What follows belongs to an exercise in optimizing a design on an open flow for small area and a short achievable clock period; a production flow would make more cautious choices. RTL that was checked went through simulation tests only; none was proved equivalent to the original. Power is estimated from default activity; no workload was simulated.

Design lw_cv_rx, start of the top module:
module lw_cv_rx (
    input  wire        clk,
    input  wire        rst,
    input  wire [1:0]  cfg_poly,
    input  wire        cfg_refin,
    input  wire        cfg_refout,
    input  wire        cfg_xorout,
    input  wire        cfg_init,
    input  wire        cfg_order,
    input  wire [7:0]  cfg_skip,
    input  wire        in_valid,
    input  wire        in_sop,
    input  wire        in_eop,
    input  wire        in_disc,
    input  wire [3:0]  in_nbytes,
    input  wire [63:0] in_data,
    input  wire        cnt_clr,
    output reg         cv_valid,
    output reg  [1:0]  cv_res,
    output reg  [31:0] cv_last,
    output reg  [31:0] cv_units,
    output reg  [15:0] cv_fail,
    output reg  [15:0] cv_short
);
    localparam [1:0] CHK_NONE = 2'd0;
    localparam [1:0] CHK_OK   = 2'd1;
    localparam [1:0] CHK_BAD  = 2'd2;
    function [31:0] sinit;
        input [1:0] poly;
        input [3:0] d;
        begin
            case ({poly, d})
                6'd0: sinit = 32'h46AF6449;
  ...
Size in the first run: roughly 4100 cells after synthesis, ~240 flip-flops, about 190 I/O pins, about 31000 um2 of cells after synthesis.
clock: 33.0 ns
lec_check: 0
cap_margin: 20
core_margin: 2
core_utilization: 30
place_density: 0.5
slew_margin: 20
standard.sh (not shown) runs the stock make flow with config.mk's settings and CLKGATE_MAP_FILE= SYNTH_SCRIPT=/design/flow/synth_recipe.tcl, a recipe that flattens the netlist after the stock synthesis.
==> flow/flow/run.sh <==
#!/bin/bash
# Layout flow: the standard flow (standard.sh) with two changes.
# 1. Synthesis maps the combinational logic with flow/abc_map.script instead of
#    ORFS's abc_speed.script, which restructures the XOR networks into much
#    larger logic. Everything else in synthesis, including the flip-flop
#    mapping, is the standard synthesis (flow/abc_synth.tcl wraps it).
# 2. The port buffers are buf_2 cells rather than the default delay buffers.
# Each tool's output goes to a log file in this folder (synth.log, layout.log)
# besides ORFS's own logs under orfs/logs.
set -euo pipefail
here=$(pwd)
export FLOW_ABC_SCRIPT=$here/flow/abc_map.script
export FLOW_STD_SYNTH=$here/synth_recipe.tcl
extra=(BUFFER_PORTS_ARGS="-buffer_cell sky130_fd_sc_hd__buf_2")
[[ -f flow/params.sh ]] && source flow/params.sh
# same make command as standard.sh, with our synthesis script, for synthesis only
sed -e "s#SYNTH_SCRIPT=[^ ]*#SYNTH_SCRIPT=$here/flow/abc_synth.tcl#" standard.sh > synth_only.sh
bash synth_only.sh synth "${extra[@]}" > synth.log 2>&1
# the rest of the standard flow reuses that synthesis
bash standard.sh finish "${extra[@]}" > layout.log 2>&1
==> flow/flow/abc_map.script <==
strash
dch
map -a -D 4000
topo
buffer -c
stime -c
upsize -c
dnsize -c
==> flow/flow/abc_synth.tcl <==
# The standard flow's synthesis script, but with the combinational logic mapped by
# abc_map.script instead of ORFS's abc_speed.script. Everything else,
# including the flip-flop mapping, is the standard synthesis.
proc abc {args} {
  set i [lsearch -exact $args -script]
  if { $i >= 0 } {
    lset args [expr { $i + 1 }] $::env(FLOW_ABC_SCRIPT)
  }
  yosys abc {*}$args
}
source $::env(FLOW_STD_SYNTH)
Edit:
--- a/flow/design.v
+++ b/flow/design.v
@@ -578,17 +578,20 @@
     reg  [2:0]  w_e;
     always @* begin
         case (poly_e)
             2'd0, 2'd1: w_e = 3'd4;
             2'd2:       w_e = 3'd2;
             default:    w_e = 3'd1;
         endcase
     end
-    wire is_short = (cnt_nx < w_e);
+    wire [3:0] cnt_all = {1'b0, cnt_e} + in_nbytes;
+    wire [3:0] skip_w  = {1'b0, skip_e[2:0]} + {1'b0, w_e};
+    wire is_short = (skip_e == 8'd0) ? (cnt_all < {1'b0, w_e}) :
+                    ((skip_e[7:3] != 5'd0) | (in_nbytes < skip_w));
     wire [31:0] rbytes = hist_q & wmask;
     wire [7:0]  h0 = refin_q ? rev8(hist_q[7:0])   : hist_q[7:0];
     wire [7:0]  h1 = refin_q ? rev8(hist_q[15:8])  : hist_q[15:8];
     wire [7:0]  h2 = refin_q ? rev8(hist_q[23:16]) : hist_q[23:16];
     wire [7:0]  h3 = refin_q ? rev8(hist_q[31:24]) : hist_q[31:24];
     reg  [31:0] rxval;
     always @* begin
         case (w_bytes)
Effect: Routed wire length increases by 3.1%. Combinational power decreases by about 3%. Total power goes down by 1.0%. Global-route usage goes up by 1.4 points. Via count went up by 2.6%. Worst setup slack gets worse by 0.23 ns.
The RTL of the first run of this note was laid out without a check of its function.

== violet ==
lw_cv_rx, a different RTL version from the one above (not shown whole).
For scale: roughly 250 flip-flops, ~190 I/O pins, roughly 30000 um2 of cells after synthesis.
export LEC_CHECK = 0
export CAP_MARGIN = 20
export CORE_MARGIN = 2
export CORE_UTILIZATION = 30
export PLACE_DENSITY = 0.5
export SLEW_MARGIN = 20
create_clock -name core_clock -period 33.0 [get_ports {clk}]
==> flow/flow/abc_map.script <==
strash
dch
map -D 4000
topo
buffer -c
stime -c
upsize -c
dnsize -c
==> flow/flow/params.sh <==
extra+=(SETUP_SLACK_MARGIN=20.8)
Scripts as last shown in full above: flow/flow/run.sh, flow/flow/abc_synth.tcl
## Diff of input files: harbor against violet
--- a/flow/design.v
+++ b/flow/design.v
@@ -590,27 +590,29 @@
             2'd2:       w_e = 3'd2;
             default:    w_e = 3'd1;
         endcase
     end
     wire [3:0] cnt_all = {1'b0, cnt_e} + in_nbytes;
     wire [3:0] skip_w  = {1'b0, skip_e[2:0]} + {1'b0, w_e};
     wire is_short = (skip_e == 8'd0) ? (cnt_all < {1'b0, w_e}) :
                     ((skip_e[7:3] != 5'd0) | (in_nbytes < skip_w));
-    wire [31:0] rbytes = hist_q & wmask;
-    wire [7:0]  h0 = refin_q ? rev8(hist_q[7:0])   : hist_q[7:0];
-    wire [7:0]  h1 = refin_q ? rev8(hist_q[15:8])  : hist_q[15:8];
-    wire [7:0]  h2 = refin_q ? rev8(hist_q[23:16]) : hist_q[23:16];
-    wire [7:0]  h3 = refin_q ? rev8(hist_q[31:24]) : hist_q[31:24];
-    reg  [31:0] rxval;
+    wire [31:0] a_v  = (hist_q ^ {32{xorout_q}}) & wmask;
+    wire        p_rb = refin_q ^ refout_q;
+    wire        p_sw = order_q ^ refout_q;
+    wire [7:0]  g0 = p_rb ? rev8(hist_q[7:0])   : hist_q[7:0];
+    wire [7:0]  g1 = p_rb ? rev8(hist_q[15:8])  : hist_q[15:8];
+    wire [7:0]  g2 = p_rb ? rev8(hist_q[23:16]) : hist_q[23:16];
+    wire [7:0]  g3 = p_rb ? rev8(hist_q[31:24]) : hist_q[31:24];
+    reg  [31:0] rxr;
     always @* begin
         case (w_bytes)
-            3'd4:    rxval = order_q ? {h3, h2, h1, h0} : {h0, h1, h2, h3};
-            3'd2:    rxval = order_q ? {16'h0, h1, h0}  : {16'h0, h0, h1};
-            default: rxval = {24'h0, h0};
+            3'd4:    rxr = p_sw ? {g3, g2, g1, g0} : {g0, g1, g2, g3};
+            3'd2:    rxr = p_sw ? {16'h0, g1, g0}  : {16'h0, g0, g1};
+            default: rxr = {24'h0, g0};
         endcase
     end
     function [31:0] reflw;
         input [31:0] v;
         input [2:0]  wb;
         input        en;
         integer q;
         begin
@@ -621,19 +623,18 @@
                     3'd2:    for (q = 0; q < 16; q = q + 1) reflw[q] = v[15-q];
                     default: for (q = 0; q < 8;  q = q + 1) reflw[q] = v[7-q];
                 endcase
             end else begin
                 reflw = v;
             end
         end
     endfunction
-    wire [31:0] xm = xorout_q ? wmask : 32'h0;
-    wire [31:0] fin = reflw(s_cur ^ rbytes, w_bytes, refout_q) ^ xm;
-    wire [31:0] tgt = rbytes ^ reflw(rxval ^ xm, w_bytes, refout_q);
+    wire [31:0] fin = reflw(s_cur ^ a_v, w_bytes, refout_q);
+    wire [31:0] tgt = a_v ^ rxr;
     wire        is_ok = (s_cur == tgt);
     wire unit_end = in_valid & in_eop;
     always @(posedge clk) begin
         if (in_valid) begin
             if (in_sop) begin
                 poly_q   <= cfg_poly;
                 refin_q  <= cfg_refin;
                 refout_q <= cfg_refout;
Findings:
- Relative to violet, internal power summed over all cells increased by 0.86% in harbor.
- Post-synth design cell area improves in harbor relative to violet.
- harbor against violet: part of the cycle the worst path needs lost 0.16 points, register-to-register slack lost 180 ps, met3 wire length picked up an extra about 7.5%, global-route usage picked up an extra 1.0 points.
- On wire length of the first global-routing pass: between violet and harbor, it ends up lower for harbor.
- Taking violet as the reference, in harbor tap cell instance count now sits lower, depth of the critical timing path with buffers and inverters included now sits lower, average footprint of a synthesized cell now sits at about the same level.

Another version of the RTL of lw_cv_rx (not shown whole).
Size: roughly 4500 cells after synthesis, about 240 flip-flops, about 190 I/O pins, ~32000 um2 of cells after synthesis.
Settings: LEC_CHECK=0, CAP_MARGIN=20, CORE_MARGIN=2, CORE_UTILIZATION=30, PLACE_DENSITY=0.5, SLEW_MARGIN=20; clock period 33.0 ns.
Scripts as last shown in full above: flow/flow/run.sh, flow/flow/abc_map.script, flow/flow/abc_synth.tcl
Next try:
--- a/flow/design.v
+++ b/flow/design.v
@@ -549,41 +549,42 @@
             2'd2:    begin s_cur = {16'h0, s_r2};  w_bytes = 3'd2; wmask = 32'h0000_FFFF; end
             default: begin s_cur = {24'h0, s_r3};  w_bytes = 3'd1; wmask = 32'h0000_00FF; end
         endcase
     end
     wire       skip_big = (skip_e > {4'd0, in_nbytes});
     wire [3:0] dskip    = skip_big ? in_nbytes : skip_e[3:0];
     wire [3:0] kcnt     = in_nbytes - dskip;
     wire [7:0] skip_nx  = skip_big ? skip_e - {4'd0, in_nbytes} : 8'd0;
     wire [3:0] cnt_sum  = {1'b0, cnt_e} + kcnt;
     wire [2:0] cnt_nx   = (cnt_sum > 4'd4) ? 3'd4 : cnt_sum[2:0];
     wire       use_init = in_sop | (skip_q != 8'd0);
-    wire       skip_ge  = (skip_e[7:4] != 4'd0) | (skip_e[3:0] >= in_nbytes);
-    wire [31:0] init_a  = sinit(poly_e, in_nbytes);
-    wire [31:0] init_b  = sinit(poly_e, {1'b0, skip_e[2:0]});
-    wire [31:0] s_e     = use_init ? (init_e ? (skip_ge ? init_a : init_b) : 32'h0) : s_cur;
+    wire       skip_all = use_init & ((skip_e[7:4] != 4'd0) | (skip_e[3:0] >= in_nbytes));
+    wire [31:0] s_e     = use_init ? (init_e ? sinit(poly_e, {1'b0, skip_e[2:0]}) : 32'h0) : s_cur;
+    wire [31:0] s_0     = init_e ? sinit(poly_e, 4'd0) : 32'h0;
     reg  [63:0] bdat;
     integer j;
     always @* begin
         for (j = 0; j < 8; j = j + 1)
             bdat[63-8*j -: 8] = (skip_e > j) ? 8'h00 :
                                 (refin_e ? rev8(in_data[8*j +: 8]) : in_data[8*j +: 8]);
     end
-    wire [2:0]  sh      = 3'd0 - in_nbytes[2:0];           
-    wire [95:0] xv_nx   = {s_e, bdat} >> {sh, 3'b000};
+    wire [2:0]  sh      = {in_nbytes[2] ^ (in_nbytes[1] | in_nbytes[0]),
+                           in_nbytes[1] ^ in_nbytes[0], in_nbytes[0]};
+    wire [95:0] xv_sh   = {s_e, bdat} >> {sh, 3'b000};
+    wire [95:0] xv_nx   = skip_all ? {64'h0, s_0} : xv_sh;
     wire [31:0] hist_nx;
-    assign hist_nx[7:0]   = xv_nx[7:0];
-    assign hist_nx[15:8]  = (in_nbytes[3:1] != 3'd0) ? xv_nx[15:8] : hist_q[7:0];
-    assign hist_nx[23:16] = (in_nbytes[3:2] != 2'd0 || in_nbytes[1:0] == 2'd3) ? xv_nx[23:16] :
+    assign hist_nx[7:0]   = xv_sh[7:0];
+    assign hist_nx[15:8]  = (in_nbytes[3:1] != 3'd0) ? xv_sh[15:8] : hist_q[7:0];
+    assign hist_nx[23:16] = (in_nbytes[3:2] != 2'd0 || in_nbytes[1:0] == 2'd3) ? xv_sh[23:16] :
                             in_nbytes[1] ? hist_q[7:0] : hist_q[15:8];
-    assign hist_nx[31:24] = (in_nbytes[3:2] != 2'd0) ? xv_nx[31:24] :
+    assign hist_nx[31:24] = (in_nbytes[3:2] != 2'd0) ? xv_sh[31:24] :
                             (in_nbytes[1:0] == 2'd3) ? hist_q[7:0] :
                             in_nbytes[1] ? hist_q[15:8] : hist_q[23:16];
     reg  [2:0]  w_e;
     always @* begin
         case (poly_e)
             2'd0, 2'd1: w_e = 3'd4;
             2'd2:       w_e = 3'd2;
             default:    w_e = 3'd1;
         endcase
     end
     wire [3:0] cnt_all = {1'b0, cnt_e} + in_nbytes;
What happened:
- routed wire length goes down by 3.4%
- design area fell by 3.1%
- combinational power went down by 41%
- via count came out lower by 8.5%
- clock skew rose by 0.042 ns
- worst setup slack is worse by 0.038 ns
- die area goes down by 2.9%
- fmax barely changes
No run of this note included a check of the RTL's function; only the layout flow was run.

afterwards: timing with drivers on the ports:
The results above use ideal ports. As a check the final layouts listed here were re-extracted and re-timed, cells and wires unchanged. Step 1: set_driving_cell puts a clkbuf_16 on clk and a buf_2 on each other input, an assumption about the parent block. Step 2 moves the port delays by t, midway between the first and last clock arrival at a register: inputs arrive t later, outputs are due t later. That takes back most of the time a late clock gives input paths. a / b / c = no drivers / after step 1 / after step 2; a / b = the first two.
| run | t (ns) | setup slack, ns | pins driven straight from the clock port |
|---|---|---|---|
| the first run of note 1 | 0.665 | 19.558 / 19.549 / 18.939 | 1 |
| the second run of note 1 | 0.661 | 19.324 / 19.265 / 19.579 | 1 |
| violet | 0.666 | 20.790 / 20.723 / 20.323 | 1 |
| harbor | 0.660 | 20.841 / 20.777 / 20.409 | 1 |
| the first run of note 3 | 0.619 | 19.832 / 19.763 / 19.385 | 1 |
| the second run of note 3 | 0.674 | 19.794 / 19.726 / 20.400 | 1 |
After both steps every run listed still meets setup and hold. For the first run of note 1, which loses most, drivers alone change the setup slack by -0.009 ns; drivers and shift together by -0.619 ns.
